From an optimization exercise on the open Yosys and OpenROAD flow, aimed at small area and a short achievable clock period; shortcuts taken in it are not production practice. RTL that was checked went through simulation tests only; none was proved equivalent to the original. Power is estimated from default activity; no workload was simulated.

== run a ==
## lw_cv_rx
module lw_cv_rx (
    input  wire        clk,
    input  wire        rst,
    input  wire [1:0]  cfg_poly,
    input  wire        cfg_refin,
    input  wire        cfg_refout,
    input  wire        cfg_xorout,
    input  wire        cfg_init,
    input  wire        cfg_order,
    input  wire [7:0]  cfg_skip,
    input  wire        in_valid,
    input  wire        in_sop,
    input  wire        in_eop,
    input  wire        in_disc,
    input  wire [3:0]  in_nbytes,
    input  wire [63:0] in_data,
    input  wire        cnt_clr,
    output reg         cv_valid,
    output reg  [1:0]  cv_res,
    output reg  [31:0] cv_last,
    output reg  [31:0] cv_units,
    output reg  [15:0] cv_fail,
    output reg  [15:0] cv_short
);
For scale: about 4,200 cells after synthesis, about 250 flip-flops, ~190 I/O pins, ~31,000 um^2 of cells after synthesis.
clock: 33.0 ns
lec_check: 0
cap_margin: 20
core_margin: 2
core_utilization: 30
place_density: 0.5
slew_margin: 20
standard.sh (not shown) runs the stock make flow with config.mk's settings and CLKGATE_MAP_FILE= SYNTH_SCRIPT=/design/flow/synth_recipe.tcl, a recipe that flattens the netlist after the stock synthesis.
==> flow/flow/run.sh <==
#!/bin/bash
# Layout flow: the standard flow (standard.sh) with two changes.
# 1. Synthesis maps the combinational logic with flow/abc_map.script instead of
#    ORFS's abc_speed.script, which restructures the XOR networks into much
#    larger logic. Everything else in synthesis, including the flip-flop
#    mapping, is the standard synthesis (flow/abc_synth.tcl wraps it).
# 2. The port buffers are buf_2 cells rather than the default delay buffers.
# Each tool's output goes to a log file in this folder (synth.log, layout.log)
# besides ORFS's own logs under orfs/logs.
set -euo pipefail
here=$(pwd)
export FLOW_ABC_SCRIPT=$here/flow/abc_map.script
export FLOW_STD_SYNTH=$here/synth_recipe.tcl
extra=(BUFFER_PORTS_ARGS="-buffer_cell sky130_fd_sc_hd__buf_2")
[[ -f flow/params.sh ]] && source flow/params.sh
# same make command as standard.sh, with our synthesis script, for synthesis only
sed -e "s#SYNTH_SCRIPT=[^ ]*#SYNTH_SCRIPT=$here/flow/abc_synth.tcl#" standard.sh > synth_only.sh
bash synth_only.sh synth "${extra[@]}" > synth.log 2>&1
# the rest of the standard flow reuses that synthesis
bash standard.sh finish "${extra[@]}" > layout.log 2>&1
==> flow/flow/abc_map.script <==
strash
dch
map -D 4000
topo
buffer -c
stime -c
upsize -c
dnsize -c
==> flow/flow/abc_synth.tcl <==
# The standard flow's synthesis script, but with the combinational logic mapped by
# abc_map.script instead of ORFS's abc_speed.script. Everything else,
# including the flip-flop mapping, is the standard synthesis.
proc abc {args} {
  set i [lsearch -exact $args -script]
  if { $i >= 0 } {
    lset args [expr { $i + 1 }] $::env(FLOW_ABC_SCRIPT)
  }
  yosys abc {*}$args
}
source $::env(FLOW_STD_SYNTH)
==> flow/flow/params.sh <==
extra+=(SETUP_SLACK_MARGIN=20.3)
Input-level comparison between run b and run a:
removed: flow/flow/params.sh
==> run summary <==
Run b completed; timing, DRC and antenna clean. In the flow results for run a and run b, the count of vias placed by the detailed router is smaller on run b. Reported for run a and run b, die outline height turned out identical to the last digit. Lower register-to-register slack among run a and run b: run b. Compared with run a, run b shows a met2 usage that is 0.40 points lower.
No functional check of the RTL was part of any run of this note.

========
## old
lw_cv_rx, a different RTL version from the one above (not shown whole).
For scale: about 4500 cells after synthesis, about 240 flip-flops, ~32000 µm² of cells after synthesis.
## lw_cv_rx
module lw_cv_rx (
    input  wire        clk,
    input  wire        rst,
    input  wire [1:0]  cfg_poly,
    input  wire        cfg_refin,
    input  wire        cfg_refout,
    input  wire        cfg_xorout,
    input  wire        cfg_init,
    input  wire        cfg_order,
    input  wire [7:0]  cfg_skip,
    input  wire        in_valid,
    input  wire        in_sop,
    input  wire        in_eop,
    input  wire        in_disc,
    input  wire [3:0]  in_nbytes,
    input  wire [63:0] in_data,
    input  wire        cnt_clr,
    output reg         cv_valid,
    output reg  [1:0]  cv_res,
    output reg  [31:0] cv_last,
    output reg  [31:0] cv_units,
    output reg  [15:0] cv_fail,
    output reg  [15:0] cv_short
);
export LEC_CHECK = 0
export CAP_MARGIN = 20
export CORE_MARGIN = 2
export CORE_UTILIZATION = 30
export PLACE_DENSITY = 0.5
export SLEW_MARGIN = 20
create_clock -name core_clock -period 33.0 [get_ports {clk}]
==> flow/flow/params.sh <==
extra+=(SETUP_SLACK_MARGIN=20.5)
Scripts as last shown in full above: flow/flow/run.sh, flow/flow/abc_map.script, flow/flow/abc_synth.tcl
old ended with every stage complete and zero timing, DRC or antenna violations.
diff inputs: old => new
removed: flow/flow/params.sh
Notes after the runs:
- Total power was higher in old than in new.
- [new] clock power share rose 0.2 points relative to old
- The higher area overhead of the layout relative to synthesis came out of old.
- Between new and old, it is new whose wire length on met3 is lower, by 630 µm.
- Peak clock frequency supported by timing delta for new relative to old: 4.0 MHz lower
No functional check of the RTL was part of any run of this note.

========
Setup of main:
Another version of the RTL of lw_cv_rx (not shown whole).
Size in the first run: about 190 I/O pins, ~29000 sq um of cells after synthesis.
export LEC_CHECK = 0
export CAP_MARGIN = 20
export CORE_MARGIN = 2
export CORE_UTILIZATION = 30
export PLACE_DENSITY = 0.5
export SLEW_MARGIN = 20
create_clock -name core_clock -period 33.0 [get_ports {clk}]
==> flow/flow/run.sh <==
#!/bin/bash
# Layout flow: the standard flow (standard.sh), except that synthesis maps the
# combinational logic with flow/abc_map.script (area-oriented mapping; ORFS's
# speed script restructures the XOR networks into much larger logic).
set -euo pipefail
here=$(pwd)
[[ -f flow/params.sh ]] && source flow/params.sh
export FLOW_ABC_SCRIPT=$here/flow/abc_map.script
export FLOW_STD_SYNTH=$here/synth_recipe.tcl
# same make command as standard.sh, with our synthesis script, for synthesis only
sed -e "s#SYNTH_SCRIPT=[^ ]*#SYNTH_SCRIPT=$here/flow/abc_synth.tcl#" standard.sh > synth_only.sh
bash synth_only.sh synth ${EXTRA_MAKE_ARGS:-} > synth.log 2>&1
# the rest of the standard flow reuses that synthesis
bash standard.sh finish ${EXTRA_MAKE_ARGS:-} > layout.log 2>&1
==> flow/flow/abc_map.script <==
strash
dch
amap
topo
buffer -c
stime -c
upsize -c
dnsize -c
Scripts as last shown in full above: flow/flow/abc_synth.tcl
main closes out successfully: all stages finished, all timing, DRC and antenna checks passed.
Relative to main, the following input files were edited for the feature branch:
==> flow/run.sh (new file) <==
#!/bin/bash
# synth_recipe.tcl (not shown) runs the flow's synth.tcl, then flattens the netlist and writes it again
# the make line also repeats each setting of config.mk as NAME=value (left out here)
make -C /OpenROAD-flow-scripts/flow DESIGN_CONFIG=/design/flow/config.mk WORK_HOME=/design/flow/orfs CLKGATE_MAP_FILE= SYNTH_SCRIPT=/design/flow/synth_recipe.tcl finish
removed: flow/flow/run.sh
removed: flow/flow/abc_map.script
removed: flow/flow/abc_synth.tcl
removed: flow/standard.sh
Findings:
- Max final standard cell count with taps included and fillers excluded across the feature branch and main: main
- Summary of the feature branch over main: initial antenna violation count has decreased, part of the total power dissipated in the clock network has decreased, final setup TNS has remained practically unchanged, final cell area excluding filler cells has increased, area after synthesis has increased.
- Density: the feature branch sparser than main

[static timing again, ports no longer ideal]
The flow's constraints put no driver on any port. The routed layouts listed below were extracted and timed again, unchanged, in two steps. Step 1: set_driving_cell puts a clkbuf_16 on clk and a buf_2 on each other input, an assumption about the parent block. Step 2 moves the port delays by t, midway between the first and last clock arrival at a register: inputs arrive t later, outputs are due t later. That takes back most of the time a late clock gives input paths. Slacks: no drivers / after step 1 / after step 2; pairs: no drivers / after step 1.
| run | t (ns) | setup slack, ns | hold WS [ns] |
|---|---|---|---|
| run a | 0.680 | 20.281 / 20.212 / 20.774 | 0.466 / 0.466 / 0.466 |
| run b | 0.674 | 19.794 / 19.726 / 20.400 | 0.465 / 0.465 / 0.465 |
| old | 0.619 | 20.492 / 20.424 / 20.288 | 0.509 / 0.509 / 0.509 |
| new | 0.619 | 19.832 / 19.763 / 19.385 | 0.509 / 0.509 / 0.509 |
| main | 0.681 | 17.289 / 17.215 / 17.896 | 0.488 / 0.488 / 0.488 |
| the feature branch | 0.635 | 19.053 / 18.992 / 19.199 | 0.472 / 0.472 / 0.472 |
After both steps setup and hold are still met in every run listed. For new, which loses most, drivers alone change the setup slack by -0.069 ns; drivers and shift together by -0.447 ns.
